Context: an optimization exercise on an open-source flow, tuned for small area and a short achievable clock period. The choices shown serve that exercise and are no tape-out recipe. Only simulation tests tie the RTL to the original design; equivalence was not proved. No run shown here takes its clock network from TritonCTS; it comes from the design's own scripts or RTL. The flow treats the clock pin as an ideal source. Dropping or thinning the clock tree relies on that and would not hold on a real chip.

==> flow/design.v (outline; a module is shown in full before it is edited, if it fits) <==
// module chk_unit: 3086 lines
// module chk_a21o: 3 lines
// module chk_a222oi: 3 lines
// module chk_inv: 3 lines
// module chk_nand2: 3 lines
// module chk_nand3: 3 lines
// module chk_nor2: 3 lines
// module chk_oai21: 3 lines
// module chk_oai22: 3 lines
// module chk_xnor2: 3 lines
// module chk_xor2: 3 lines
// module chk_pdec: 14 lines
module chk_unit (
    input  wire        clk,
    input  wire        rst,
    input  wire        in_valid,
    input  wire        in_first,
    input  wire        in_last,
    input  wire [2:0]  in_code,
    input  wire [63:0] in_data,
    input  wire [3:0]  in_nbytes,
    input  wire [2:0]  in_tail,
    output wire        out_valid,
    output wire [31:0] out_value
);
  // ...
==> flow/flow/run.sh <==
#!/bin/bash
# Standard synthesis and placement (port buffers of buf_1 cells), then
# flow/cts.tcl: a two-level clock tree, buf_2 output port buffers and
# dfxtp_2 for the flip-flops behind them; then the standard routing and finish.
set -euo pipefail
export BUFFER_PORTS_ARGS="-buffer_cell sky130_fd_sc_hd__buf_1"
bash standard.sh synth > synth.log 2>&1
bash standard.sh place > place.log 2>&1
RES=$PWD/orfs/results/sky130hd/chk_unit/base
RES=$RES CTS_CELL=sky130_fd_sc_hd__clkbuf_8 CTS_NBUF=4 CTS_SUB=2 CTS_SUB_CELL=sky130_fd_sc_hd__clkbuf_16 OUT_BUF_CELL=sky130_fd_sc_hd__buf_2 OUT_FF_CELL=sky130_fd_sc_hd__dfxtp_2 FANOUT_FF_CELL=sky130_fd_sc_hd__dfxtp_4 FANOUT_FF_MIN=12 IN_BUF_CELL=sky130_fd_sc_hd__buf_2 IN_BUF_MIN=3 openroad -no_init -exit flow/cts.tcl > cts.log 2>&1
cp $RES/4_1_cts.odb $RES/4_cts.odb
bash standard.sh > layout.log 2>&1
==> flow/flow/cts.tcl <==
# Clock tree: the clock port drives a few clkbuf_16, each driving one cluster
# of flip-flops (k-means on their placed positions); then legalize.
set res $::env(RES)
set plat $::env(FLOW_HOME)/platforms/sky130hd
read_lef $plat/lef/sky130_fd_sc_hd.tlef
read_lef $plat/lef/sky130_fd_sc_hd_merged.lef
read_liberty $plat/lib/sky130_fd_sc_hd__tt_025C_1v80.lib
read_db $res/3_place.odb
read_sdc $res/3_place.sdc
source $plat/setRC.tcl
set nclu $::env(CTS_NBUF)
set block [ord::get_db_block]
set db [ord::get_db]
set clk [$block findNet clk]
set sinks {}
foreach it [$clk getITerms] { lappend sinks $it }
set n [llength $sinks]
puts "clock sinks: $n, clusters: $nclu"
# balanced k-means on points (xs, ys): returns list of cluster ids
proc kmeans {xs ys nclu} {
  set n [llength $xs]
  set order [lsort -real -indices $xs]
  set cx {}; set cy {}
  for {set k 0} {$k < $nclu} {incr k} {
    set i [lindex $order [expr {int(($k+0.5)*$n/$nclu)}]]
    lappend cx [lindex $xs $i]; lappend cy [lindex $ys $i]
  }
  set cap [expr {int(ceil(double($n)/$nclu))+2}]
  set asg [lrepeat $n 0]
  for {set iter 0} {$iter < 50} {incr iter} {
    set pairs {}
    for {set i 0} {$i < $n} {incr i} {
      for {set k 0} {$k < $nclu} {incr k} {
        set d [expr {abs([lindex $xs $i]-[lindex $cx $k]) + abs([lindex $ys $i]-[lindex $cy $k])}]
        lappend pairs [list $d $i $k]
      }
    }
    set pairs [lsort -real -index 0 $pairs]
    set asg [lrepeat $n -1]; set cnt [lrepeat $nclu 0]
    foreach p $pairs {
      lassign $p d i k
      if {[lindex $asg $i] >= 0} continue
      if {[lindex $cnt $k] >= $cap} continue
      lset asg $i $k; lset cnt $k [expr {[lindex $cnt $k]+1}]
    }
    set sx [lrepeat $nclu 0.0]; set sy [lrepeat $nclu 0.0]
    for {set i 0} {$i < $n} {incr i} {
      set k [lindex $asg $i]
      lset sx $k [expr {[lindex $sx $k]+[lindex $xs $i]}]
      lset sy $k [expr {[lindex $sy $k]+[lindex $ys $i]}]
    }
    for {set k 0} {$k < $nclu} {incr k} {
      if {[lindex $cnt $k] > 0} {
        lset cx $k [expr {[lindex $sx $k]/[lindex $cnt $k]}]
        lset cy $k [expr {[lindex $sy $k]/[lindex $cnt $k]}]
      }
    }
  }
  return [list $asg $cx $cy]
}
set xs {}; set ys {}
foreach it $sinks {
  set b [[$it getInst] getBBox]
  lappend xs [expr {([$b xMin]+[$b xMax])/2.0}]
  lappend ys [expr {([$b yMin]+[$b yMax])/2.0}]
}
lassign [kmeans $xs $ys $nclu] asg cx cy
set master [$db findMaster $::env(CTS_CELL)]
set w [$master getWidth]; set h [$master getHeight]
set nsub [expr {[info exists ::env(CTS_SUB)] ? $::env(CTS_SUB) : 1}]
proc mkbuf {name x y in {mname ""}} {
  global block master w h db
  set m $master
  if {$mname ne ""} { set m [$db findMaster $mname] }
  set w [$m getWidth]; set h [$m getHeight]
  set inst [odb::dbInst_create $block $m $name]
  $inst setLocation [expr {int($x - $w/2)}] [expr {int($y - $h/2)}]
  $inst setPlacementStatus PLACED
  set net [odb::dbNet_create $block "${name}_net"]
  $net setSigType CLOCK
  [$inst findITerm A] connect $in
  [$inst findITerm X] connect $net
  return $net
}
for {set k 0} {$k < $nclu} {incr k} {
  set idx {}
  for {set i 0} {$i < $n} {incr i} { if {[lindex $asg $i] == $k} { lappend idx $i } }
  if {$nsub <= 1} {
    set net [mkbuf "cts_buf_$k" [lindex $cx $k] [lindex $cy $k] $clk]
    foreach i $idx { set it [lindex $sinks $i]; $it disconnect; $it connect $net }
  } else {
    set sx {}; set sy {}
    foreach i $idx { lappend sx [lindex $xs $i]; lappend sy [lindex $ys $i] }
    lassign [kmeans $sx $sy $nsub] sasg scx scy
    # first-level buffer at the middle of its sub-cluster buffers
    set mx 0.0; set my 0.0
    for {set m 0} {$m < $nsub} {incr m} { set mx [expr {$mx+[lindex $scx $m]/$nsub}]; set my [expr {$my+[lindex $scy $m]/$nsub}] }
    set top [mkbuf "cts_buf_$k" $mx $my $clk]
    for {set m 0} {$m < $nsub} {incr m} {
      set net [mkbuf "cts_buf_${k}_$m" [lindex $scx $m] [lindex $scy $m] $top $::env(CTS_SUB_CELL)]
      for {set j 0} {$j < [llength $idx]} {incr j} {
        if {[lindex $sasg $j] == $m} { set it [lindex $sinks [lindex $idx $j]]; $it disconnect; $it connect $net }
      }
    }
  }
}
# optional: other cells for the output port buffers and for the flip-flops
# that drive them
foreach port [get_ports out_*] {
  set net [$block findNet [get_full_name $port]]
  foreach it [$net getITerms] {
    if {![$it isOutputSignal]} continue
    set buf [$it getInst]
    if {[info exists ::env(OUT_BUF_CELL)] && $::env(OUT_BUF_CELL) ne ""} {
      replace_cell [$buf getName] $::env(OUT_BUF_CELL)
    }
    set in [[$buf findITerm A] getNet]
    foreach it2 [$in getITerms] {
      if {![$it2 isOutputSignal]} continue
      set drv [$it2 getInst]
      if {[info exists ::env(OUT_FF_CELL)] && $::env(OUT_FF_CELL) ne ""
          && [string match "sky130_fd_sc_hd__dfxtp_*" [[$drv getMaster] getName]]} {
        replace_cell [$drv getName] $::env(OUT_FF_CELL)
      }
    }
  }
}
# optional: stronger flip-flops where one drives many loads, and stronger
# input port buffers where one drives several loads
if {[info exists ::env(FANOUT_FF_CELL)] && $::env(FANOUT_FF_CELL) ne ""} {
  foreach inst [$block getInsts] {
    if {![string match "sky130_fd_sc_hd__dfxtp_*" [[$inst getMaster] getName]]} continue
    set q [$inst findITerm Q]
    set net [$q getNet]
    if {$net eq "NULL"} continue
    if {[llength [$net getITerms]] - 1 >= $::env(FANOUT_FF_MIN)} { replace_cell [$inst getName] $::env(FANOUT_FF_CELL) }
  }
}
if {[info exists ::env(IN_BUF_CELL)] && $::env(IN_BUF_CELL) ne ""} {
  foreach port [get_ports in_*] {
    set net [$block findNet [get_full_name $port]]
    foreach it [$net getITerms] {
      set buf [$it getInst]
      set out [[$buf findITerm X] getNet]
      if {[llength [$out getITerms]] - 1 >= $::env(IN_BUF_MIN)} { replace_cell [$buf getName] $::env(IN_BUF_CELL) }
    }
  }
}
detailed_placement
check_placement -verbose
set_propagated_clock [all_clocks]
estimate_parasitics -placement
report_clock_skew
set mx 0
foreach p [all_registers -clock_pins] { set v [get_property $p slew_max]; if {$v > $mx} { set mx $v } }
puts "max clock pin slew (placement estimate): $mx"
report_check_types -max_slew -violators
report_checks -path_delay max -digits 3
write_db $res/4_1_cts.odb
write_sdc $res/4_cts.sdc
==> flow/standard.sh <==
#!/bin/bash
# synth_recipe.tcl (not shown) runs the flow's synth.tcl, then flattens the netlist and writes it again
# the make line also repeats each setting of config.mk as NAME=value (left out here)
make -C /OpenROAD-flow-scripts/flow DESIGN_CONFIG=/design/flow/config.mk WORK_HOME=/design/flow/orfs CLKGATE_MAP_FILE= SYNTH_SCRIPT=/design/flow/synth_recipe.tcl "${@:-finish}"
==> flow/config.mk <==
export PLATFORM = sky130hd
export DESIGN_NAME = chk_unit
export DESIGN_NICKNAME = chk_unit
export VERILOG_FILES = /design/flow/design.v
export SDC_FILE = /design/flow/constraint.sdc
export NUM_CORES = 8
export LEC_CHECK = 0
export CAP_MARGIN = 20
export CORE_MARGIN = 4
export CORE_UTILIZATION = 60
export GPL_TIMING_DRIVEN = 0
export SLEW_MARGIN = 20
export SYNTH_HIERARCHICAL = 1
==> flow/constraint.sdc <==
create_clock -name core_clock -period 40.0 [get_ports {clk}]
set_input_delay 8.0000 -clock core_clock [delete_from_list [all_inputs] [get_ports {clk}]]
set_output_delay 8.0000 -clock core_clock [all_outputs]
set_load 0.01 [all_outputs]
==> results.txt, run 1 <==
- Most frequent cells in the layout: 679 x xor2_1, 385 x o22ai_1, 91 x nand2_1
- Depth of the worst hold-timing path: 1
- Unrepaired setup endpoints after global routing: no
- Wire length per cell after detailed routing: 29.3 um
- Launch point of the worst reg-to-reg path: refln_q
- DIE WIDTH: 161 um
- Worst Reg2Reg Path Length in Cells: 22
- Multiplexer fraction of the synthesized cell area: 0%
- Clk slew on worst S/H paths: about 80 ps
- I/O Buffers: 110
- Endpoint kind of the worst setup timing path: primary output
- Most frequent standard cell in the layout excluding fill and tap cells: xor2_1
- Crit-path cells: buf_2
- Detailed-route via count: approximately 15000
- Number of flip-flops in the largest register: 64
- Final core area utilization: 68.7%
- Synthesized netlist cell count: 1708
- Critical path arrival: between 700 and 800 ps
- Met1 global-route usage: 56.1%
- Total Wirelength: around 64000 um
- Gp weighted congestion: 1.16
- Multi-input gate area: ~11000 um^2
- Placed inst area: 15300 um^2
- Final clock period utilization by the worst path: 21.9%
- Yosys warning count: 8
- Result of the run: timing/DRC/antenna clean
- Crit path buffers/inverters: 1
- Area added between synthesis and finish: 11.9%
- Post-detailed-route DRC marker count: 0
- Main combinational cell family by area after synthesis: XOR/XNOR gates
- M2 GR Usage: between 60% and 70%
- Number of sequential storage elements: 130
- Final Hold Slack: 642 ps
- Initial Utilization: 61.4%
- Met3 Use GR: approximately a fifth
==> run 2: changes to the inputs <==
--- a/flow/config.mk
+++ b/flow/config.mk
@@ -8,5 +8,5 @@
 export CAP_MARGIN = 20
 export CORE_MARGIN = 4
-export CORE_UTILIZATION = 60
+export CORE_UTILIZATION = 66
 export GPL_TIMING_DRIVEN = 0
 export SLEW_MARGIN = 20
==> results.txt, run 2 <==
- Grt total ovfl: 0
- Total count of max-transition violations in the final report: 0
- Most frequent standard cell in the layout excluding fill and tap cells: xor2_1
- Number of placed instances, taps included: 2116
- Share of Yosys cell area claimed by the top area cell type: 42.4%
- Post-route cell area: 15600 um^2
- Crit path max-delay family: flip-flops
- Diode insertion count for antenna repair: 0
- Gp weighted congestion: 1.20 (+3.9%)
- Total Wirelength: 61300 um (-3.6%)
- Sequential-to-total area share from yosys stat: roughly a fifth
- Register with the most flip-flops: d_r
- Unrepaired setup endpoints after global routing: no
- Core area: 21000 um^2
- Clock latency of the later-clocked register in the worst-skew pair: 300 ps
- Std cell rows: between 50 and 60
- Depth of the worst hold-timing path: 1 (unchanged)
- Area of the die: 23700 um^2
- Cell type contributing the most total cell area after synthesis: xor2_1
- Largest registers: d_r x64, s_q x32, hn_r x7
- Detailed-route via count: 15300 (+1.0%)
- Setup CP Type: reg2out
- Worst slew pin tran: 1230 ps
- Non-filler cells in the finished layout: 2128
- GRT Total Usage: 48.6%
- Launch point of the worst reg-to-reg path: refl_q
- Initial Utilization: 67.0% (+5.5 points)
- Via-per-instance ratio: 7.21
- Global-route wire length before repair: slightly below 90000 um
- Yosys warning count: 8 (unchanged)
- Number of maximum-capacitance constraint violations: 0
- Sum of net half-perimeters after detailed placement: 47800 um
- Total negative slack: 0 ps
- Endpoint kind of the worst setup timing path: primary output
- Async set or reset register ratio after synthesis: 0%
- Highest achievable clock rate: 114 MHz
- Number of flip-flops in the largest register: 64 (unchanged)
- Worst hold-check path type: reg2reg
- Placed inst area: 15200 um^2 (-0.55%)
- Worst Reg2Reg Path Length in Cells: 23 (+4.5%)
- Cells taking the most area after synthesis: xor2_1 42%, dfxtp_1 18%, o22ai_1 18%, xnor2_1 5.1%, a222oi_1 3.4%
- Average instance area after synthesis: 8.22 um^2
- I/O Buffers: 110 (unchanged)
- Startpoint class of the critical path: flop
- Maximum fanout along the worst path: 2
- Maximum number of pins on one net before global-route repair: 65
- Critical path depth in cells: 1
- Synthesized netlist cell count: 1708 (unchanged)
- Crit path buffers/inverters: 1 (unchanged)
- Initial antenna violation count: 1
- DIE WIDTH: 154 um (-4.4%)
- Syn Std Cell Area: 14000 um^2
- Crit-path cells: buf_2
- Dominant cell by count in the synthesized netlist: xor2_1
- Worst Path Required: roughly 32000 ps
- Post-route worst setup slack: 31240 ps
- Most used flip-flop cell after synthesis: dfxtp_1
- Via count of the first global-routing pass: approximately 14000
- Share of layout cells above drive strength 1: 8.31%
- Final Hold Slack: 622 ps (-20.4 ps)
- Number of distinct library cell variants in the gate-level netlist after synthesis: 32
- Worst path slowest cell: dfxtp_2
- Area added between synthesis and finish: 11.3%
- Number of top-level pins: 112
- Clk slew on worst S/H paths: 80 ps (about the same)
- Height of the chip: 154 um
- Post-detailed-route DRC marker count: 0 (unchanged)
- Result of the run: timing/DRC/antenna clean
- Critical path startpoint: s_q[1]
- NumNets Final: 1936
- Critical path arrival: 760 ps (about the same)
- Number of nets with antenna violations after detailed routing: 0
- Slew headroom: 18.2%
- Number of enable flip-flop cells after synthesis: 5
- DR pass1 iterations: 17
- Setup slack after placement: 31110 ps
- Number of DRC markers after the initial detailed-route iteration: 3201
- Yosys reg bits: 130
- Leading post-synthesis cells by instance count: 680 x xor2_1, 393 x o22ai_1, 125 x dfxtp_1
- Minimum clock period: 8760 ps
- Final Skew: 25.1 ps
- Wire length per cell after detailed routing: 28.8 um (-1.6%)
- Hold Path Origin: last_r
- Final Hold Violating Endpoints: 0
- Final clock period utilization by the worst path: 21.9% (-0.024 points)
- Total setup violations reported at the end of the flow: 0
- Slowest cell delay on critical path: 340 ps
- Most frequent cells in the layout: 676 x xor2_1, 385 x o22ai_1, 91 x nand2_1
==> run 2: final timing paths <==
kind                  endpoint  slack (ps)
setup / recovery  out_value[1]       31240
hold / removal            ov_q         620
setup reg to reg        s_q[0]       31620
hold reg to reg           ov_q         620
==> run 2: layer usage <==
metal / vias up / wire length (um) / global-route usage [%]
li1: 6538 / - / -
met1: 6961 / 21200 / 58.8
met2: 1446 / 24800 / 72.6
met3: 389 / 10200 / 20.6
met4: 4 / 5070 / 27.3
met5: - / 63 / 0
==> run 2: per-stage QoR <==
step	utilization [%]
after floorplan	-
after global placement	70.7
after detailed placement	72.6
after global routing	74.5
final	74.5
==> run 2: kinds of logic after synthesis <==
group                    after synthesis  synth area share (%)
other                                  1                0.0267
adder cells (fa/ha/maj)                2                 0.178
AND/OR/NAND/NOR                      196                  6.08
buffers and inverters                 66                  1.77
XOR/XNOR                             761                  47.5
AO/OA/AOI/OAI                        552                  25.5
flip-flops                           130                  18.9
==> run 2: final cells by class <==
type,instances,area (um^2)
buffer,13,260
fill,1671,5330
inverter,65,244
multi-input combinational,1518,11300
sequential,130,2740
tap,275,344
timing repair buffer,127,766
==> run 2: Yosys stat by module (local to each module, per instance) <==
| module | flops+latches | copies in the design |
|---|---|---|
| chk_a21o | 0 | 32 |
| chk_a222oi | 0 | 48 |
| chk_inv | 0 | 32 |
| chk_nand2 | 0 | 81 |
| chk_nand3 | 0 | 13 |
| chk_nor2 | 0 | 52 |
| chk_oai21 | 0 | 70 |
| chk_oai22 | 0 | 393 |
| chk_pdec | 0 | 1 |
| chk_unit | 130 | 1 |
| chk_xnor2 | 0 | 81 |
| chk_xor2 | 0 | 676 |
==> run 3: changes to the inputs <==
==> flow/flow/run.sh (replaced) <==
#!/bin/bash
# Standard synthesis and placement (port buffers of buf_1 cells), then
# flow/cts.tcl: a two-level clock tree, buf_2 output port buffers and
# dfxtp_2 for the flip-flops behind them; then the standard routing and finish.
set -euo pipefail
export BUFFER_PORTS_ARGS="-buffer_cell sky130_fd_sc_hd__buf_1"
bash standard.sh synth > synth.log 2>&1
bash standard.sh place > place.log 2>&1
RES=$PWD/orfs/results/sky130hd/chk_unit/base
RES=$RES CTS_CELL=sky130_fd_sc_hd__clkbuf_8 OUT_BUF_CELL=sky130_fd_sc_hd__buf_2 FANOUT_FF_CELL=sky130_fd_sc_hd__dfxtp_4 FANOUT_FF_MIN=12 IN_BUF_CELL=sky130_fd_sc_hd__buf_2 IN_BUF_MIN=3 CTS_NBUF=4 CTS_SUB=2 CTS_SUB_CELL=sky130_fd_sc_hd__clkbuf_16 OUT_FF_CELL=sky130_fd_sc_hd__dfxtp_2 openroad -no_init -exit flow/cts.tcl > cts.log 2>&1
cp $RES/4_1_cts.odb $RES/4_cts.odb
bash standard.sh > layout.log 2>&1
--- a/flow/config.mk
+++ b/flow/config.mk
@@ -6,8 +6,8 @@
 export NUM_CORES = 8
 export LEC_CHECK = 0
-export CAP_MARGIN = 20
+export CAP_MARGIN = 10
 export CORE_MARGIN = 4
 export CORE_UTILIZATION = 66
 export GPL_TIMING_DRIVEN = 0
-export SLEW_MARGIN = 20
+export SLEW_MARGIN = 10
 export SYNTH_HIERARCHICAL = 1
==> results.txt, run 3 <==
- Initial antenna violation count: 0 (-1)
- Total Wirelength: 61900 um (+1.0%)
- Grt total ovfl: 0 (unchanged)
- DR pass1 iterations: 14 (-3)
- Total negative slack: 0 ps (unchanged)
- Via-per-instance ratio: 7.27 (+0.82%)
- Set of violated layout checks: max-capacitance violations, max-slew violations
- Cells taking the most area after synthesis: xor2_1 42%, dfxtp_1 18%, o22ai_1 18%, xnor2_1 5.1%, a222oi_1 3.4%
- DIE WIDTH: 154 um (unchanged)
- Async set or reset register ratio after synthesis: 0% (unchanged)
- Number of flip-flops in the largest register: 64 (unchanged)
- Average instance area after synthesis: 8.22 um^2 (unchanged)
- Result of the run: finished with violations
- Crit path buffers/inverters: 1 (unchanged)
- Height of the chip: 154 um (unchanged)
- Total setup violations reported at the end of the flow: 0 (unchanged)
- Area added between synthesis and finish: 10.4%
- Number of DRC markers after the initial detailed-route iteration: 2798 (-13%)
- Syn Std Cell Area: 14000 um^2 (unchanged)
- Sum of net half-perimeters after detailed placement: 47600 um (-0.61%)
- Worst path slowest cell: dfxtp_2
- GRT Total Usage: 48.7% (+0.16 points)
- Detailed-route via count: 15400 (+0.72%)
- Worst hold-check path type: reg2reg
- Post-detailed-route DRC marker count: 0 (unchanged)
- Yosys warning count: 8 (unchanged)
- Highest achievable clock rate: 114 MHz (about the same)
- Depth of the worst hold-timing path: 3 (+2)
- Most frequent standard cell in the layout excluding fill and tap cells: xor2_1
- Gp weighted congestion: 1.20 (unchanged)
- Most frequent cells in the layout: 679 x xor2_1, 389 x o22ai_1, 91 x nand2_1
- Clk slew on worst S/H paths: 70 ps (about the same)
- Final Skew: 15.4 ps (-9.77 ps)
- Number of top-level pins: 112 (unchanged)
- Number of nets with antenna violations after detailed routing: 0 (unchanged)
- Yosys reg bits: 130 (unchanged)
- Worst slew pin tran: 1510 ps (+285 ps)
- Core area: 21000 um^2 (unchanged)
- Final clock period utilization by the worst path: 21.9% (about the same)
- Maximum fanout along the worst path: 2 (unchanged)
- Register with the most flip-flops: d_r
- Dominant cell by count in the synthesized netlist: xor2_1
- Via count of the first global-routing pass: 14200 (-0.014%)
- Largest registers: d_r x64, s_q x32, hn_r x7
- Critical path arrival: 770 ps (about the same)
- Sequential-to-total area share from yosys stat: 18.9% (unchanged)
- Minimum clock period: 8770 ps (+5.00 ps)
- Minimum setup slack among reg-to-reg paths: 31450 ps (-170 ps)
- Global-route wire length before repair: 88200 um (+0.29%)
- Setup CP Type: reg2out
- Wire length per cell after detailed routing: 29.1 um (+1.1%)
- Number of distinct library cell variants in the gate-level netlist after synthesis: 32 (unchanged)
- Diode insertion count for antenna repair: 0 (unchanged)
- Crit-path cells: buf_2
- Endpoint kind of the worst setup timing path: primary output
- Clock latency of the later-clocked register in the worst-skew pair: 290 ps (about the same)
- Area of the die: 23700 um^2 (unchanged)
- Share of layout cells above drive strength 1: 7.40% (-0.91 points)
- Final core area utilization: 74.0% (-0.59 points)
- Initial Utilization: 67.0% (unchanged)
- Crit path max-delay family: flip-flops
- Cell type contributing the most total cell area after synthesis: xor2_1
- Number of enable flip-flop cells after synthesis: 5 (unchanged)
- Leading post-synthesis cells by instance count: 680 x xor2_1, 393 x o22ai_1, 125 x dfxtp_1
- Synthesized netlist cell count: 1708 (unchanged)
- NumNets Final: 1934 (-0.10%)
- Unrepaired setup endpoints after global routing: no
- Maximum number of pins on one net before global-route repair: 65 (unchanged)
- Startpoint class of the critical path: flop
- Total count of max-transition violations in the final report: 6 (+6)
- Share of Yosys cell area claimed by the top area cell type: 42.4% (unchanged)
- Std cell rows: 53 (unchanged)
- Worst Reg2Reg Path Length in Cells: 23 (unchanged)
- Critical path depth in cells: 1 (unchanged)
- Slew headroom: -0.834% (-19 points)
- Setup slack after placement: 31120 ps (+4.40 ps)
- Number of maximum-capacitance constraint violations: 1 (+1)
- Post-route worst setup slack: 31230 ps (-5.00 ps)
- Most used flip-flop cell after synthesis: dfxtp_1
- Slowest cell delay on critical path: 350 ps (about the same)
- Final Hold Violating Endpoints: 0 (unchanged)
- Worst Path Required: 32000 ps (about the same)
- I/O Buffers: 110 (unchanged)
==> run 3: cell counts after synthesis <==
Identical to the previous run, type by type.
==> run 3: cell families after synthesis <==
group           share of synthesized area, %
compound gates                          25.5
xor+xnor                                47.5
fa+ha+maj                              0.178
buf+inv                                 1.77
flops                                   18.9
other cells                           0.0267
simple gates                            6.08
==> run 3: stage by stage <==
step / area, um^2 / hold WS [ps] / cells
3_5_place_dp: 15100 / 594 / 2112
6_report: 15500 / 649 / 2126
5_1_grt: 15500 / 692 / 2126
3_3_place_gp: 14800 / 560 / 2099
2_1_floorplan: 14100 / 465 / 1714
==> run 3: worst paths after layout <==
path | start | end
worst min-delay path | s_q[25] | s_q[25]
worst max register to register | refl_q | s_q[0]
worst max-delay path | s_q[21] | out_value[21]
worst min register to register | s_q[25] | s_q[25]
==> run 3: per-module statistics from Yosys (local to each module, per instance) <==
module	flip-flops and latches	cell area, um^2
chk_nand3	0	5.00
chk_nand2	0	3.75
chk_nor2	0	3.75
chk_xnor2	0	8.76
chk_unit	130	3110
chk_oai21	0	5.00
chk_xor2	0	8.76
chk_oai22	0	6.26
chk_a222oi	0	10.0
chk_pdec	0	77.6
chk_inv	0	3.75
chk_a21o	0	7.51
==> run 3: area by class of cell <==
| type | instances | area [um^2] |
|---|---|---|
| multi-input cells | 1518 | 11200 |
| fillers | 1650 | 5460 |
| flip-flops and latches | 130 | 2730 |
| repair buffers | 125 | 722 |
| well taps | 275 | 344 |
| plain buffers | 13 | 260 |
| inverters | 65 | 244 |
==> run 3: metal layers <==
metal | vias up | GRT usage (%) | part of all wire [%]
met5 | - | 0 | 0
met4 | 0 | 30.4 | 8.4
met3 | 417 | 21.4 | 17
met2 | 1466 | 71.9 | 41
met1 | 7029 | 58.0 | 34
li1 | 6537 | - | -
==> run 3: worst reg2reg max path: stages, from the launching register on <==
cell	delay [ps]
edfxtp_1	650
buf_8	280
o22ai_1	220
nor2_1	90
xnor2_1	350
o22ai_1	180
o22ai_1	450
o22ai_1	180
o22ai_1	210
o22ai_1	140
o22ai_1	680
xor2_1	1000
xor2_1	540
xor2_1	300
xor2_1	520
xor2_1	160
xnor2_1	650
xor2_1	150
a222oi_1	350
nand2_1	130
xnor2_1	440
inv_1	120
a222oi_1	400
nand3_1	200
==> run 4: changes to the inputs <==
==> flow/flow/run.sh (replaced) <==
#!/bin/bash
# Standard synthesis and placement (port buffers of buf_1 cells), then
# flow/cts.tcl: a two-level clock tree, buf_2 output port buffers and
# dfxtp_4 for the flip-flops behind them; then the standard routing and finish.
set -euo pipefail
export BUFFER_PORTS_ARGS="-buffer_cell sky130_fd_sc_hd__buf_1"
bash standard.sh synth > synth.log 2>&1
bash standard.sh place > place.log 2>&1
RES=$PWD/orfs/results/sky130hd/chk_unit/base
RES=$RES CTS_CELL=sky130_fd_sc_hd__clkbuf_8 OUT_BUF_CELL=sky130_fd_sc_hd__buf_2 FANOUT_FF_CELL=sky130_fd_sc_hd__dfxtp_4 FANOUT_FF_MIN=12 IN_BUF_CELL=sky130_fd_sc_hd__buf_2 IN_BUF_MIN=3 CTS_NBUF=4 CTS_SUB=2 CTS_SUB_CELL=sky130_fd_sc_hd__clkbuf_16 OUT_FF_CELL=sky130_fd_sc_hd__dfxtp_4 openroad -no_init -exit flow/cts.tcl > cts.log 2>&1
cp $RES/4_1_cts.odb $RES/4_cts.odb
bash standard.sh > layout.log 2>&1
--- a/flow/config.mk
+++ b/flow/config.mk
@@ -6,8 +6,8 @@
 export NUM_CORES = 8
 export LEC_CHECK = 0
-export CAP_MARGIN = 10
+export CAP_MARGIN = 20
 export CORE_MARGIN = 4
 export CORE_UTILIZATION = 66
 export GPL_TIMING_DRIVEN = 0
-export SLEW_MARGIN = 10
+export SLEW_MARGIN = 20
 export SYNTH_HIERARCHICAL = 1
==> results.txt, run 4 <==
- Critical path arrival: 780 ps (about the same)
- Global-route wire length before repair: 89200 um (+1.1%)
- Unrepaired setup endpoints after global routing: no
- Core area: 21000 um^2 (unchanged)
- Synthesized netlist cell count: 1708 (unchanged)
- Crit path buffers/inverters: 1 (unchanged)
- Number of top-level pins: 112 (unchanged)
- Most used flip-flop cell after synthesis: dfxtp_1
- Crit-path cells: buf_2
- Footprint of the flip-flops and latches: 2820 um^2 (+3.1%)
- DIE WIDTH: 154 um (unchanged)
- Diode insertion count for antenna repair: 0 (unchanged)
- Sequential-to-total area share from yosys stat: 18.9% (unchanged)
- Post-detailed-route DRC marker count: 0 (unchanged)
- Worst hold-check path type: reg2reg
- Critical path startpoint: s_q[9]
- Endpoint kind of the worst setup timing path: primary output
- Launch point of the worst reg-to-reg path: refln_q
- Cells taking the most area after synthesis: xor2_1 42%, dfxtp_1 18%, o22ai_1 18%, xnor2_1 5.1%, a222oi_1 3.4%
- Final Skew: 16.7 ps (+1.29 ps)
- DR pass1 iterations: 13 (-1)
- Area added between synthesis and finish: 11.9%
- Non-filler cells in the finished layout: 2128 (+0.094%)
- Slowest cell delay on critical path: 350 ps (about the same)
- Via count of the first global-routing pass: 14300 (+0.93%)
- Async set or reset register ratio after synthesis: 0% (unchanged)
- Grt total ovfl: 0 (unchanged)
- Worst Path Required: 32000 ps (about the same)
- Register with the most flip-flops: d_r
- Most frequent standard cell in the layout excluding fill and tap cells: xor2_1
- Setup CP Type: reg2out
- Worst slew pin tran: 1250 ps (-262 ps)
- Number of distinct library cell variants in the gate-level netlist after synthesis: 32 (unchanged)
- Total Wirelength: 62100 um (+0.38%)
- Yosys reg bits: 130 (unchanged)
- Minimum clock period: 8780 ps (+9.70 ps)
- Dominant cell by count in the synthesized netlist: xor2_1
- Number of nets with antenna violations after detailed routing: 0 (unchanged)
- Fill cell instance count of the final layout: 1644 (-0.36%)
- I/O Buffers: 110 (unchanged)
- Number of placed instances, taps included: 2116 (+0.19%)
- Number of enable flip-flop cells after synthesis: 5 (unchanged)
- Share of Yosys cell area claimed by the top area cell type: 42.4% (unchanged)
- Cell type contributing the most total cell area after synthesis: xor2_1
- GRT Max-Usage Layer: met2
- Average instance area after synthesis: 8.22 um^2 (unchanged)
- Sum of net half-perimeters after detailed placement: 47800 um (+0.61%)
- Hold Path Origin: last_r
- Via-per-instance ratio: 7.26 (-0.12%)
- NumNets Final: 1936 (+0.10%)
- Total count of max-transition violations in the final report: 0 (-6)
- Most frequent cells in the layout: 676 x xor2_1, 385 x o22ai_1, 91 x nand2_1
- Yosys warning count: 8 (unchanged)
- Met1 global-route usage: 59.7% (+1.8 points)
- Syn Std Cell Area: 14000 um^2 (unchanged)
- Met3 Use GR: 21.2% (-0.20 points)
- Detailed-route via count: 15400 (-0.026%)
- Maximum number of pins on one net before global-route repair: 65 (unchanged)
- Wire length per cell after detailed routing: 29.2 um (+0.29%)
- Final Hold Violating Endpoints: 0 (unchanged)
- Multi-input gate area: 11300 um^2 (+0.73%)
- Maximum fanout along the worst path: 2 (unchanged)
- Area of the die: 23700 um^2 (unchanged)
- Clk slew on worst S/H paths: 80 ps (about the same)
- Initial Utilization: 67.0% (unchanged)
- Highest achievable clock rate: 114 MHz (-0.11%)
- GRT Total Usage: 49.4% (+0.66 points)
- Crit path max-delay family: flip-flops
- Height of the chip: 154 um (unchanged)
- Initial antenna violation count: 1 (+1)
- Result of the run: timing/DRC/antenna clean
- Worst path slowest cell: dfxtp_4
- Number of flip-flops in the largest register: 64 (unchanged)
- Leading post-synthesis cells by instance count: 680 x xor2_1, 393 x o22ai_1, 125 x dfxtp_1
- Total setup violations reported at the end of the flow: 0 (unchanged)
- Number of DRC markers after the initial detailed-route iteration: 3338 (+19%)
- Startpoint class of the critical path: flop
- Largest registers: d_r x64, s_q x32, hn_r x7
- Std cell rows: 53 (unchanged)
- Number of maximum-capacitance constraint violations: 0 (-1)
- Total negative slack: 0 ps (unchanged)
- Share of layout cells above drive strength 1: 8.36% (+0.96 points)
- Slew headroom: 16.6% (+17 points)
- Clock latency of the later-clocked register in the worst-skew pair: 290 ps (about the same)
- M2 GR Usage: 73.0% (+1.1 points)
- Gp weighted congestion: 1.20 (unchanged)
- Final clock period utilization by the worst path: 21.9% (+0.024 points)
## run 4: cell count changes in the layout (fill, tap and decap cells not counted), moves of 2 or more
cell / change
xor2_1: -3
dfxtp_4: +34
o21ai_2: +7
buf_4: -2
xor2_2: +3
dfxtp_2: -34
o22ai_2: +4
o21ai_1: -7
o22ai_1: -4
buf_12: +3
## run 4: Yosys stat by module, one instance, submodules excluded
module / cells inside / copies in the design
chk_a21o: 1 / 32
chk_a222oi: 1 / 48
chk_inv: 1 / 32
chk_nand2: 1 / 81
chk_nand3: 1 / 13
chk_nor2: 1 / 52
chk_oai21: 1 / 70
chk_oai22: 1 / 393
chk_pdec: 12 / 1
chk_unit: 218 / 1
chk_xnor2: 1 / 81
chk_xor2: 1 / 676
## run 4: path summary, 6_finish.rpt
| check | depth (start not counted) | slack [ps] | to |
|---|---|---|---|
| max | 1 | 31220 | out_value[9] |
| min | 1 | 620 | ov_q |
| max reg2reg | 23 | 31410 | s_q[0] |
| min reg2reg | 1 | 620 | ov_q |
## run 4: per-stage QoR
stage	util (%)	hold slack, ps	cell area [um^2]	setup slack, ps
global route	75.0	657	15700	31220
finish	75.0	619	15700	31220
detailed placement	72.6	599	15200	31110
floorplan	-	465	14100	31380
global placement	70.7	560	14800	30330
## run 4: cells by family after synthesis
family	count (synthesis)	synth area share, %
adders and majority gates	2	0.178
other	1	0.0267
and+or+nand+nor	196	6.08
AOI/OAI and AO/OA	552	25.5
xor gates and xnor gates	761	47.5
DFF	130	18.9
buffers and inverters	66	1.77
## run 4: layer usage
| layer | routed length (um) | vias to the layer above |
|---|---|---|
| li1 | - | 6535 |
| met1 | 21400 | 7055 |
| met2 | 25000 | 1447 |
| met3 | 10600 | 404 |
| met4 | 5220 | 4 |
| met5 | 35 | - |
## run 4: cell type report
cell class / count / share of cell area [%]
flip-flops and latches: 130 / 17.9
plain buffers: 13 / 1.66
repair buffers: 127 / 4.87
inverters: 65 / 1.55
multi-input cells: 1518 / 71.8
well taps: 275 / 2.19
==> run 5: changes to the inputs <==
==> flow/flow/run.sh (replaced) <==
#!/bin/bash
# Standard synthesis and placement (port buffers of buf_1 cells), then
# flow/cts.tcl: a one-level clock tree, buf_2 output port buffers and
# dfxtp_2 for the flip-flops behind them; then the standard routing and finish.
set -euo pipefail
export BUFFER_PORTS_ARGS="-buffer_cell sky130_fd_sc_hd__buf_1"
bash standard.sh synth > synth.log 2>&1
bash standard.sh place > place.log 2>&1
RES=$PWD/orfs/results/sky130hd/chk_unit/base
RES=$RES CTS_CELL=sky130_fd_sc_hd__clkbuf_16 CTS_NBUF=4 CTS_SUB=1 OUT_BUF_CELL=sky130_fd_sc_hd__buf_2 OUT_FF_CELL=sky130_fd_sc_hd__dfxtp_2 FANOUT_FF_CELL=sky130_fd_sc_hd__dfxtp_4 FANOUT_FF_MIN=12 IN_BUF_CELL=sky130_fd_sc_hd__buf_2 IN_BUF_MIN=3 openroad -no_init -exit flow/cts.tcl > cts.log 2>&1
cp $RES/4_1_cts.odb $RES/4_cts.odb
bash standard.sh > layout.log 2>&1
==> results.txt, run 5 <==
- Area of the die: 23700 um^2 (unchanged)
- Total negative slack: 0 ps (unchanged)
- Total setup violations reported at the end of the flow: 0 (unchanged)
- Height of the chip: 154 um (unchanged)
- Synthesized-area fraction occupied by xor and xnor cells: 47.5% (unchanged)
- Clk slew on worst S/H paths: 120 ps (+40 ps)
- Unrepaired setup endpoints after global routing: no
- Initial antenna violation count: 1 (unchanged)
- NumNets Final: 1928 (-0.41%)
- Final core area utilization: 73.8% (-1.2 points)
- GRT Total Usage: 48.3% (-1.1 points)
- Syn Std Cell Area: 14000 um^2 (unchanged)
- Std cell rows: 53 (unchanged)
- Number of enable flip-flop cells after synthesis: 5 (unchanged)
- Diode insertion count for antenna repair: 0 (unchanged)
- Wire length per cell after detailed routing: 28.7 um (-1.8%)
- Hold Path Origin: last_r
- Final Hold Violating Endpoints: 0 (unchanged)
- Number of placed instances, taps included: 2116 (unchanged)
- Multi-input gate area: 11300 um^2 (about the same)
- Met1 global-route usage: 58.9% (-0.84 points)
- Worst Path Required: 32000 ps (about the same)
- Cells taking the most area after synthesis: xor2_1 42%, dfxtp_1 18%, o22ai_1 18%, xnor2_1 5.1%, a222oi_1 3.4%
- Maximum number of pins on one net before global-route repair: 65 (unchanged)
- Gp weighted congestion: 1.20 (unchanged)
- Placed inst area: 15200 um^2 (unchanged)
- Grt total ovfl: 0 (unchanged)
- Minimum clock period: 8680 ps (-98.8 ps)
- Async set or reset register ratio after synthesis: 0% (unchanged)
- Worst slew pin tran: 1290 ps (+39.4 ps)
- Startpoint class of the critical path: flop
- Critical path startpoint: s_q[1]
- Maximum fanout along the worst path: 2 (unchanged)
- Simple logic cell fraction of the synthesized area: 6.08% (unchanged)
- Met3 Use GR: 19.2% (-2.1 points)
- Number of DRC markers after the initial detailed-route iteration: 2987 (-11%)
- Detailed-route via count: 15300 (-0.82%)
- Yosys warning count: 8 (unchanged)
- Fill cell instance count of the final layout: 1694 (+3.0%)
- Share of the synthesized area in compound gates (AO/OA/AOI/OAI): 25.5% (unchanged)
- Share of layout cells above drive strength 1: 7.91% (-0.45 points)
- Most frequent standard cell in the layout excluding fill and tap cells: xor2_1
- Cell type contributing the most total cell area after synthesis: xor2_1
- Initial Utilization: 67.0% (unchanged)
- Number of maximum-capacitance constraint violations: 0 (unchanged)
- Result of the run: timing/DRC/antenna clean
- Sum of net half-perimeters after detailed placement: 47800 um (unchanged)
- Multiplexer fraction of the synthesized cell area: 0% (unchanged)
- Via count of the first global-routing pass: 14000 (-1.8%)
- Via-per-instance ratio: 7.23 (-0.45%)
- Register with the most flip-flops: d_r
- I/O Buffers: 110 (unchanged)
- Share of Yosys cell area claimed by the top area cell type: 42.4% (unchanged)
- Total count of max-transition violations in the final report: 0 (unchanged)
- Endpoint kind of the worst setup timing path: primary output
- Core area: 21000 um^2 (unchanged)
- Slowest cell delay on critical path: 370 ps (+20 ps)
- Yosys reg bits: 130 (unchanged)
- Synthesized netlist cell count: 1708 (unchanged)
- Footprint of the flip-flops and latches: 2740 um^2 (-2.9%)
- Largest registers: d_r x64, s_q x32, hn_r x7
- Most used flip-flop cell after synthesis: dfxtp_1
- Number of nets with antenna violations after detailed routing: 0 (unchanged)
- Dominant cell by count in the synthesized netlist: xor2_1
- Crit-path cells: buf_2
- Final Skew: 16.8 ps (+0.0896 ps)
- Most frequent cells in the layout: 677 x xor2_1, 385 x o22ai_1, 91 x nand2_1
- Final clock period utilization by the worst path: 21.7% (-0.25 points)
- Number of distinct library cell variants in the gate-level netlist after synthesis: 32 (unchanged)
- DIE WIDTH: 154 um (unchanged)
- Global-route wire length before repair: 87300 um (-2.1%)
- Total Wirelength: 60800 um (-2.1%)
- Critical path arrival: 680 ps (-100 ps)
- Leading post-synthesis cells by instance count: 680 x xor2_1, 393 x o22ai_1, 125 x dfxtp_1
- Worst hold-check path type: reg2reg
- Number of flip-flops in the largest register: 64 (unchanged)
- Non-filler cells in the finished layout: 2120 (-0.38%)
- Post-route cell area: 15500 um^2 (-1.6%)
- Worst path slowest cell: dfxtp_2
- Launch point of the worst reg-to-reg path: refl_q
- Crit path buffers/inverters: 1 (unchanged)
- Post-detailed-route DRC marker count: 0 (unchanged)
- Number of top-level pins: 112 (unchanged)
- M2 GR Usage: 70.8% (-2.2 points)
- GRT Max-Usage Layer: met2
- Main combinational cell family by area after synthesis: XOR/XNOR gates
- Adder and majority gate portion of the synthesized area: 0.178% (unchanged)
- Setup CP Type: reg2out
- Highest achievable clock rate: 115 MHz (+1.1%)
- Slew headroom: 13.7% (-2.9 points)
- Sequential-to-total area share from yosys stat: 18.9% (unchanged)
- DR pass1 iterations: 14 (+1)
- Clock latency of the later-clocked register in the worst-skew pair: 180 ps (-110 ps)
- Crit path max-delay family: flip-flops
- Average instance area after synthesis: 8.22 um^2 (unchanged)
- Area added between synthesis and finish: 10.2%
==> run 5: cell counts after synthesis <==
No cell type changed its count.
==> run 5: final timing paths <==
check | end | slack [ps] | cells past startpoint
hold / removal | ov_q | 630 | 1
setup reg to reg | s_q[0] | 31400 | 23
setup / recovery | out_value[1] | 31320 | 1
hold reg to reg | ov_q | 630 | 1
==> run 5: routing by layer <==
metal	up-vias	routed length, um
li1	6516	-
met1	7002	21300
met2	1407	24100
met3	393	9720
met4	0	5700
met5	-	0
==> run 5: per-stage QoR <==
step,worst slack (ps),hold slack [ps]
finish,31320,632
global route,31310,639
detailed placement,31110,599
global placement,30330,560
floorplan,31380,465
==> run 5: logic make-up (layout without fill, tap and decap cells) <==
logic type	after synthesis	after routing
AND/OR/NAND/NOR	196	196
flip-flops	130	130
other	1	7
adder cells (fa/ha/maj)	2	2
AO/OA/AOI/OAI	552	552
buffers and inverters	66	197
XOR/XNOR	761	761
==> run 5: layout make-up <==
class | count | share of cell area [%]
Inverter | 65 | 1.58
Timing Repair Buffer | 127 | 4.95
Sequential cell | 130 | 17.7
Multi-Input combinational cell | 1518 | 72.9
Buffer | 5 | 0.680
Tap cell | 275 | 2.23
==> run 5: modules after synthesis (local to each module, per instance) <==
module | area (um^2) | flops+latches | cells inside | copies in the design
chk_oai22 | 6.26 | 0 | 1 | 393
chk_a21o | 7.51 | 0 | 1 | 32
chk_oai21 | 5.00 | 0 | 1 | 70
chk_inv | 3.75 | 0 | 1 | 32
chk_nand2 | 3.75 | 0 | 1 | 81
chk_nand3 | 5.00 | 0 | 1 | 13
chk_a222oi | 10.0 | 0 | 1 | 48
chk_nor2 | 3.75 | 0 | 1 | 52
chk_unit | 3110 | 130 | 218 | 1
chk_xnor2 | 8.76 | 0 | 1 | 81
chk_xor2 | 8.76 | 0 | 1 | 676
chk_pdec | 77.6 | 0 | 12 | 1
==> run 6: changes to the inputs <==
==> flow/flow/run.sh (replaced) <==
#!/bin/bash
# Standard synthesis and placement (port buffers of buf_1 cells), then
# flow/cts.tcl: a two-level clock tree, buf_2 output port buffers and
# dfxtp_2 for the flip-flops behind them; then the standard routing and finish.
set -euo pipefail
export BUFFER_PORTS_ARGS="-buffer_cell sky130_fd_sc_hd__buf_1"
bash standard.sh synth > synth.log 2>&1
bash standard.sh place > place.log 2>&1
RES=$PWD/orfs/results/sky130hd/chk_unit/base
RES=$RES CTS_CELL=sky130_fd_sc_hd__clkbuf_8 CTS_NBUF=4 CTS_SUB=3 CTS_SUB_CELL=sky130_fd_sc_hd__clkbuf_8 OUT_BUF_CELL=sky130_fd_sc_hd__buf_2 OUT_FF_CELL=sky130_fd_sc_hd__dfxtp_2 FANOUT_FF_CELL=sky130_fd_sc_hd__dfxtp_4 FANOUT_FF_MIN=12 IN_BUF_CELL=sky130_fd_sc_hd__buf_2 IN_BUF_MIN=3 openroad -no_init -exit flow/cts.tcl > cts.log 2>&1
cp $RES/4_1_cts.odb $RES/4_cts.odb
bash standard.sh > layout.log 2>&1
==> results.txt, run 6 <==
- Result of the run: timing/DRC/antenna clean
- Placed inst area: 15200 um^2 (unchanged)
- Final clock period utilization by the worst path: 21.9% (+0.22 points)
- Area of the die: 23700 um^2 (unchanged)
- Maximum number of pins on one net before global-route repair: 65 (unchanged)
- M2 GR Usage: 70.9% (+0.084 points)
- DIE WIDTH: 154 um (unchanged)
- Average instance area after synthesis: 8.22 um^2 (unchanged)
- Detailed-route via count: 15500 (+1.5%)
- Synthesized netlist cell count: 1708 (unchanged)
- Number of enable flip-flop cells after synthesis: 5 (unchanged)
- Total count of max-transition violations in the final report: 0 (unchanged)
- NumNets Final: 1940 (+0.62%)
- Sequential-to-total area share from yosys stat: 18.9% (unchanged)
- Most used flip-flop cell after synthesis: dfxtp_1
- Grt total ovfl: 0 (unchanged)
- Syn Std Cell Area: 14000 um^2 (unchanged)
- Endpoint kind of the worst setup timing path: primary output
- I/O Buffers: 110 (unchanged)
- Number of top-level pins: 112 (unchanged)
- Critical path arrival: 770 ps (+90 ps)
- Number of flip-flops in the largest register: 64 (unchanged)
- Height of the chip: 154 um (unchanged)
- Most frequent standard cell in the layout excluding fill and tap cells: xor2_1
- Maximum fanout along the worst path: 2 (unchanged)
- Met3 Use GR: 21.3% (+2.1 points)
- Number of distinct library cell variants in the gate-level netlist after synthesis: 32 (unchanged)
- Share of the synthesized area in compound gates (AO/OA/AOI/OAI): 25.5% (unchanged)
- Sum of net half-perimeters after detailed placement: 47800 um (unchanged)
- Most frequent cells in the layout: 676 x xor2_1, 385 x o22ai_1, 91 x nand2_1
- Synthesized-area fraction occupied by xor and xnor cells: 47.5% (unchanged)
- Worst hold-check path type: reg2reg
- Worst slew pin tran: 1240 ps (-48.2 ps)
- Dominant cell by count in the synthesized netlist: xor2_1
- Yosys warning count: 8 (unchanged)
- Post-detailed-route DRC marker count: 0 (unchanged)
- Total negative slack: 0 ps (unchanged)
- Highest achievable clock rate: 114 MHz (-1.0%)
- Final Skew: 19.6 ps (+2.85 ps)
- Area added between synthesis and finish: 11.1%
- Unrepaired setup endpoints after global routing: no
- Via-per-instance ratio: 7.28 (+0.78%)
- Crit path buffers/inverters: 1 (unchanged)
- Setup CP Type: reg2out
- Share of Yosys cell area claimed by the top area cell type: 42.4% (unchanged)
- Slowest cell delay on critical path: 350 ps (-20 ps)
- Worst path slowest cell: dfxtp_2
- Number of maximum-capacitance constraint violations: 0 (unchanged)
- Share of layout cells above drive strength 1: 8.51% (+0.60 points)
- Async set or reset register ratio after synthesis: 0% (unchanged)
- Non-filler cells in the finished layout: 2135 (+0.71%)
- Worst Path Required: 32000 ps (about the same)
- Cells taking the most area after synthesis: xor2_1 42%, dfxtp_1 18%, o22ai_1 18%, xnor2_1 5.1%, a222oi_1 3.4%
- Multiplexer fraction of the synthesized cell area: 0% (unchanged)
- Initial Utilization: 67.0% (unchanged)
- Largest registers: d_r x64, s_q x32, hn_r x7
- Initial antenna violation count: 2 (+1)
- GRT Total Usage: 48.5% (+0.27 points)
- Via count of the first global-routing pass: 14300 (+1.7%)
- Met1 global-route usage: 58.0% (-0.88 points)
- Post-route cell area: 15600 um^2 (+0.84%)
- Number of DRC markers after the initial detailed-route iteration: 2946 (-1.4%)
- Register with the most flip-flops: d_r
- Wire length per cell after detailed routing: 28.7 um (about the same)
- Final Hold Slack: 616 ps (-15.9 ps)
- Main combinational cell family by area after synthesis: XOR/XNOR gates
- Number of nets with antenna violations after detailed routing: 0 (unchanged)
- Minimum clock period: 8770 ps (+89.3 ps)
- Crit-path cells: buf_2
- Slew headroom: 17.2% (+3.5 points)
- Yosys reg bits: 130 (unchanged)
- Std cell rows: 53 (unchanged)
- Clock latency of the later-clocked register in the worst-skew pair: 290 ps (+110 ps)
- Number of placed instances, taps included: 2116 (unchanged)
- Total Wirelength: 61300 um (+0.79%)
- Footprint of the flip-flops and latches: 2740 um^2 (unchanged)
- Crit path max-delay family: flip-flops
- Adder and majority gate portion of the synthesized area: 0.178% (unchanged)
- Global-route wire length before repair: 87900 um (+0.71%)
- Gp weighted congestion: 1.20 (unchanged)
- DR pass1 iterations: 14 (unchanged)
- Core area: 21000 um^2 (unchanged)
- Cell type contributing the most total cell area after synthesis: xor2_1
- Leading post-synthesis cells by instance count: 680 x xor2_1, 393 x o22ai_1, 125 x dfxtp_1
- Multi-input gate area: 11300 um^2 (about the same)
- Startpoint class of the critical path: flop
- Total setup violations reported at the end of the flow: 0 (unchanged)
- Simple logic cell fraction of the synthesized area: 6.08% (unchanged)
- GRT Max-Usage Layer: met2
- Post-route worst setup slack: 31230 ps (-89.3 ps)
- Fill cell instance count of the final layout: 1665 (-1.7%)
- Clk slew on worst S/H paths: 80 ps (-40 ps)
- Setup slack after placement: 31110 ps (unchanged)
- Final Hold Violating Endpoints: 0 (unchanged)
==> run 6: cell type report <==
cell class / count / area share [%]
Antenna cell: 3 / 0.0481
Buffer: 17 / 1.44
Inverter: 65 / 1.56
Multi-Input combinational cell: 1518 / 72.3
Sequential cell: 130 / 17.5
Tap cell: 275 / 2.21
Timing Repair Buffer: 127 / 4.91
==> run 6: path summary, 6_finish.rpt <==
check | to | slack, ps | start | cells after the start
min reg2reg | ov_q | 620 | last_r | 1
min | ov_q | 620 | last_r | 1
max | out_value[1] | 31230 | s_q[1] | 1
max reg2reg | s_q[0] | 31590 | refln_q | 23
==> run 6: stage by stage <==
| step | util [%] |
|---|---|
| finish | 74.4 |
| detailed placement | 72.6 |
| global route | 74.4 |
| floorplan | - |
| global placement | 70.7 |
==> run 6: per-module statistics from Yosys (local to each module, per instance) <==
module,flops+latches,cells,area [um^2]
chk_unit,130,218,3110
chk_pdec,0,12,77.6
chk_a222oi,0,1,10.0
chk_xnor2,0,1,8.76
chk_xor2,0,1,8.76
chk_a21o,0,1,7.51
chk_oai22,0,1,6.26
chk_nand3,0,1,5.00
chk_oai21,0,1,5.00
chk_inv,0,1,3.75
chk_nand2,0,1,3.75
chk_nor2,0,1,3.75
==> run 6: routing by layer <==
layer  vias to the layer above  wire length (um)
met1                      7045             21200
met3                       442             10200
met5                         -                52
met4                         6              5540
met2                      1516             24300
li1                       6537                 -
==> run 6: logic make-up (layout without fill, tap and decap cells) <==
group,count (synthesis),count (layout)
flip-flops,130,130
buffers and inverters,66,209
XOR/XNOR,761,761
AO/OA/AOI/OAI,552,552
adder cells (fa/ha/maj),2,2
other,1,10
AND/OR/NAND/NOR,196,196
==> run 7: changes to the inputs <==
--- a/flow/config.mk
+++ b/flow/config.mk
@@ -8,5 +8,5 @@
 export CAP_MARGIN = 20
 export CORE_MARGIN = 4
-export CORE_UTILIZATION = 66
+export CORE_UTILIZATION = 72
 export GPL_TIMING_DRIVEN = 0
 export SLEW_MARGIN = 20
==> results.txt, run 7 <==
- Result of the run: timing/DRC/antenna clean
- Area of the die: 21800 um^2 (-7.9%)
- Dominant cell by count in the synthesized netlist: xor2_1
- Total Wirelength: 61100 um (-0.25%)
- Minimum clock period: 8810 ps (+46.1 ps)
- Final clock period utilization by the worst path: 22.0% (+0.12 points)
- Area added between synthesis and finish: 11.0%
- Slew headroom: 14.5% (-2.7 points)
- Maximum number of pins on one net before global-route repair: 65 (unchanged)
- Register with the most flip-flops: d_r
- Critical path arrival: 810 ps (+40 ps)
- Final Hold Violating Endpoints: 0 (unchanged)
- Endpoint kind of the worst setup timing path: primary output
- Clk slew on worst S/H paths: 90 ps (about the same)
- Global-route wire length before repair: 87700 um (-0.31%)
- Via count of the first global-routing pass: 14800 (+3.8%)
- Worst slew pin tran: 1280 ps (+36.4 ps)
- Number of maximum-capacitance constraint violations: 0 (unchanged)
- Launch point of the worst reg-to-reg path: refl_q
- Number of DRC markers after the initial detailed-route iteration: 4047 (+37%)
- Syn Std Cell Area: 14000 um^2 (unchanged)
- Unrepaired setup endpoints after global routing: no
- I/O Buffers: 110 (unchanged)
- Via-per-instance ratio: 7.53 (+3.4%)
- Crit-path cells: buf_2
- Worst hold-check path type: reg2reg
- Average instance area after synthesis: 8.22 um^2 (unchanged)
- Crit path max-delay family: flip-flops
- Synthesized netlist cell count: 1708 (unchanged)
- Worst Path Required: 32000 ps (about the same)
- Startpoint class of the critical path: flop
- Setup CP Type: reg2out
- Sum of net half-perimeters after detailed placement: 46400 um (-3.1%)
- GRT Total Usage: 52.8% (+4.2 points)
- Yosys warning count: 8 (unchanged)
- Worst path slowest cell: dfxtp_2
- Most used flip-flop cell after synthesis: dfxtp_1
- Depth of the worst hold-timing path: 1 (unchanged)
- Critical path startpoint: s_q[14]
- Slowest cell delay on critical path: 370 ps (+20 ps)
- DR pass1 iterations: 22 (+8)
- Yosys reg bits: 130 (unchanged)
- Total count of max-transition violations in the final report: 0 (unchanged)
- Final Skew: 27.5 ps (+7.85 ps)
- Std cell rows: 50 (-5.7%)
- Detailed-route via count: 16000 (+2.6%)
- Most frequent standard cell in the layout excluding fill and tap cells: xor2_1
- Highest achievable clock rate: 113 MHz (-0.52%)
- Sequential-to-total area share from yosys stat: 18.9% (unchanged)
- DIE WIDTH: 148 um (-4.0%)
- Initial Utilization: 74.0% (+7.1 points)
- Cells taking the most area after synthesis: xor2_1 42%, dfxtp_1 18%, o22ai_1 18%, xnor2_1 5.1%, a222oi_1 3.4%
- Height of the chip: 148 um (-4.0%)
- Number of distinct library cell variants in the gate-level netlist after synthesis: 32 (unchanged)
- Core area: 19000 um^2 (-9.5%)
- Share of Yosys cell area claimed by the top area cell type: 42.4% (unchanged)
- Number of flip-flops in the largest register: 64 (unchanged)
- Cell type contributing the most total cell area after synthesis: xor2_1
- Grt total ovfl: 0 (unchanged)
- Most frequent cells in the layout: 678 x xor2_1, 387 x o22ai_1, 91 x nand2_1
- Total setup violations reported at the end of the flow: 0 (unchanged)
- Minimum setup slack among reg-to-reg paths: 31260 ps (-330 ps)
- Share of layout cells above drive strength 1: 8.13% (-0.38 points)
- Largest registers: d_r x64, s_q x32, hn_r x7
- Initial antenna violation count: 3 (+1)
- Maximum fanout along the worst path: 2 (unchanged)
- Number of nets with antenna violations after detailed routing: 0 (unchanged)
- NumNets Final: 1940 (unchanged)
- Final core area utilization: 82.2% (+7.8 points)
- Number of top-level pins: 112 (unchanged)
- Crit path buffers/inverters: 1 (unchanged)
- Total negative slack: 0 ps (unchanged)
- Gp weighted congestion: 1.27 (+5.8%)
- Number of enable flip-flop cells after synthesis: 5 (unchanged)
- Hold Path Origin: last_r
- Crit Reg-Reg Endpoint: s_q[6]
- Worst Reg2Reg Path Length in Cells: 22 (-4.3%)
- Async set or reset register ratio after synthesis: 0% (unchanged)
- Wire length per cell after detailed routing: 28.8 um (+0.45%)
- Leading post-synthesis cells by instance count: 680 x xor2_1, 393 x o22ai_1, 125 x dfxtp_1
- Post-detailed-route DRC marker count: 0 (unchanged)
- Sink of the worst hold path: ov_q
- Clock latency of the later-clocked register in the worst-skew pair: 300 ps (about the same)
[run 7: cell count changes in the layout (fill, tap and decap cells not counted), moves of 4 or more]
cell	delta
o21ai_2	-5
o21ai_1	+5
buf_12	-4
buf_16	+5
[run 7: final cells by class]
| type | instances | area [um^2] |
|---|---|---|
| multi-input combinational | 1518 | 11200 |
| inverter | 65 | 244 |
| fill | 1299 | 3380 |
| antenna | 3 | 7.51 |
| buffer | 17 | 225 |
| sequential | 130 | 2740 |
| timing repair buffer | 127 | 801 |
| tap | 260 | 325 |
[run 7: stage by stage]
step / worst slack (ps) / cells / area, um^2 / hold slack, ps
after floorplan: 31380 / 1714 / 14100 / 465
after global placement: 29950 / 2084 / 14800 / 562
after detailed placement: 31060 / 2101 / 15200 / 576
after global routing: 31130 / 2118 / 15600 / 674
final: 31190 / 2120 / 15600 / 679
[run 7: Yosys stat by module, one instance, submodules excluded]
module	cell area (um^2)	flip-flops and latches	copies in the design
chk_nand3	5.00	0	13
chk_unit	3110	130	1
chk_xor2	8.76	0	676
chk_a222oi	10.0	0	48
chk_oai21	5.00	0	70
chk_oai22	6.26	0	393
chk_nand2	3.75	0	81
chk_inv	3.75	0	32
chk_xnor2	8.76	0	81
chk_nor2	3.75	0	52
chk_pdec	77.6	0	1
chk_a21o	7.51	0	32
[run 7: logic make-up after synthesis]
| family | after synthesis | synth area share (%) |
|---|---|---|
| AO/OA/AOI/OAI | 552 | 25.5 |
| XOR/XNOR | 761 | 47.5 |
| adder cells (fa/ha/maj) | 2 | 0.178 |
| buffers and inverters | 66 | 1.77 |
| flip-flops | 130 | 18.9 |
| other | 1 | 0.0267 |
| AND/OR/NAND/NOR | 196 | 6.08 |
[run 7: how the worst max path moves through the flow]
stage,to,cells past startpoint
3_5_place_dp,code_q[0],2
3_3_place_gp,s_q[6],19
5_1_grt,out_value[5],1
2_1_floorplan,hn_r[4],2
6_report,out_value[14],1
[run 7: routing by layer]
metal | track usage (%) | share of wire (%)
met2 | 74.6 | 39
met3 | 27.5 | 18
met5 | 1.36 | 0.17
met1 | 60.1 | 32
met4 | 39.3 | 10

## afterwards: timing with drivers on the ports
No port has a modelled driver above. Below, the same layouts with a new extraction and two added sets of constraints.
Step 1: set_driving_cell puts a clkbuf_16 on clk and a buf_2 on each other input, an assumption about the parent block.
Step 2, shift: input delay + t, output delay - t, t = (earliest + latest rising clock arrival at the registers) / 2. This alone moves slack from input paths to output paths.
Three values: ideal ports, drivers, drivers and shift; two values: the first two.
run | shift t [ns] | setup WS [ns] | hold slack, ns
run 1 | 0.413 | 31.229 / 31.098 / 31.046 | 0.642 / 0.642 / 0.642
run 2 | 0.396 | 31.239 / 31.125 / 31.188 | 0.622 / 0.622 / 0.622
run 3 | 0.399 | 31.234 / 31.117 / 31.140 | 0.649 / 0.649 / 0.649
run 4 | 0.406 | 31.224 / 31.100 / 31.182 | 0.619 / 0.619 / 0.619
run 5 | 0.289 | 31.323 / 31.207 / 31.199 | 0.632 / 0.632 / 0.632
run 6 | 0.389 | 31.234 / 31.125 / 31.167 | 0.616 / 0.616 / 0.616
run 7 | 0.371 | 31.187 / 31.101 / 31.132 | 0.679 / 0.679 / 0.679
The setup slack of run 1, which loses most, moves by -0.131 ns with the drivers and by -0.183 ns with both steps.
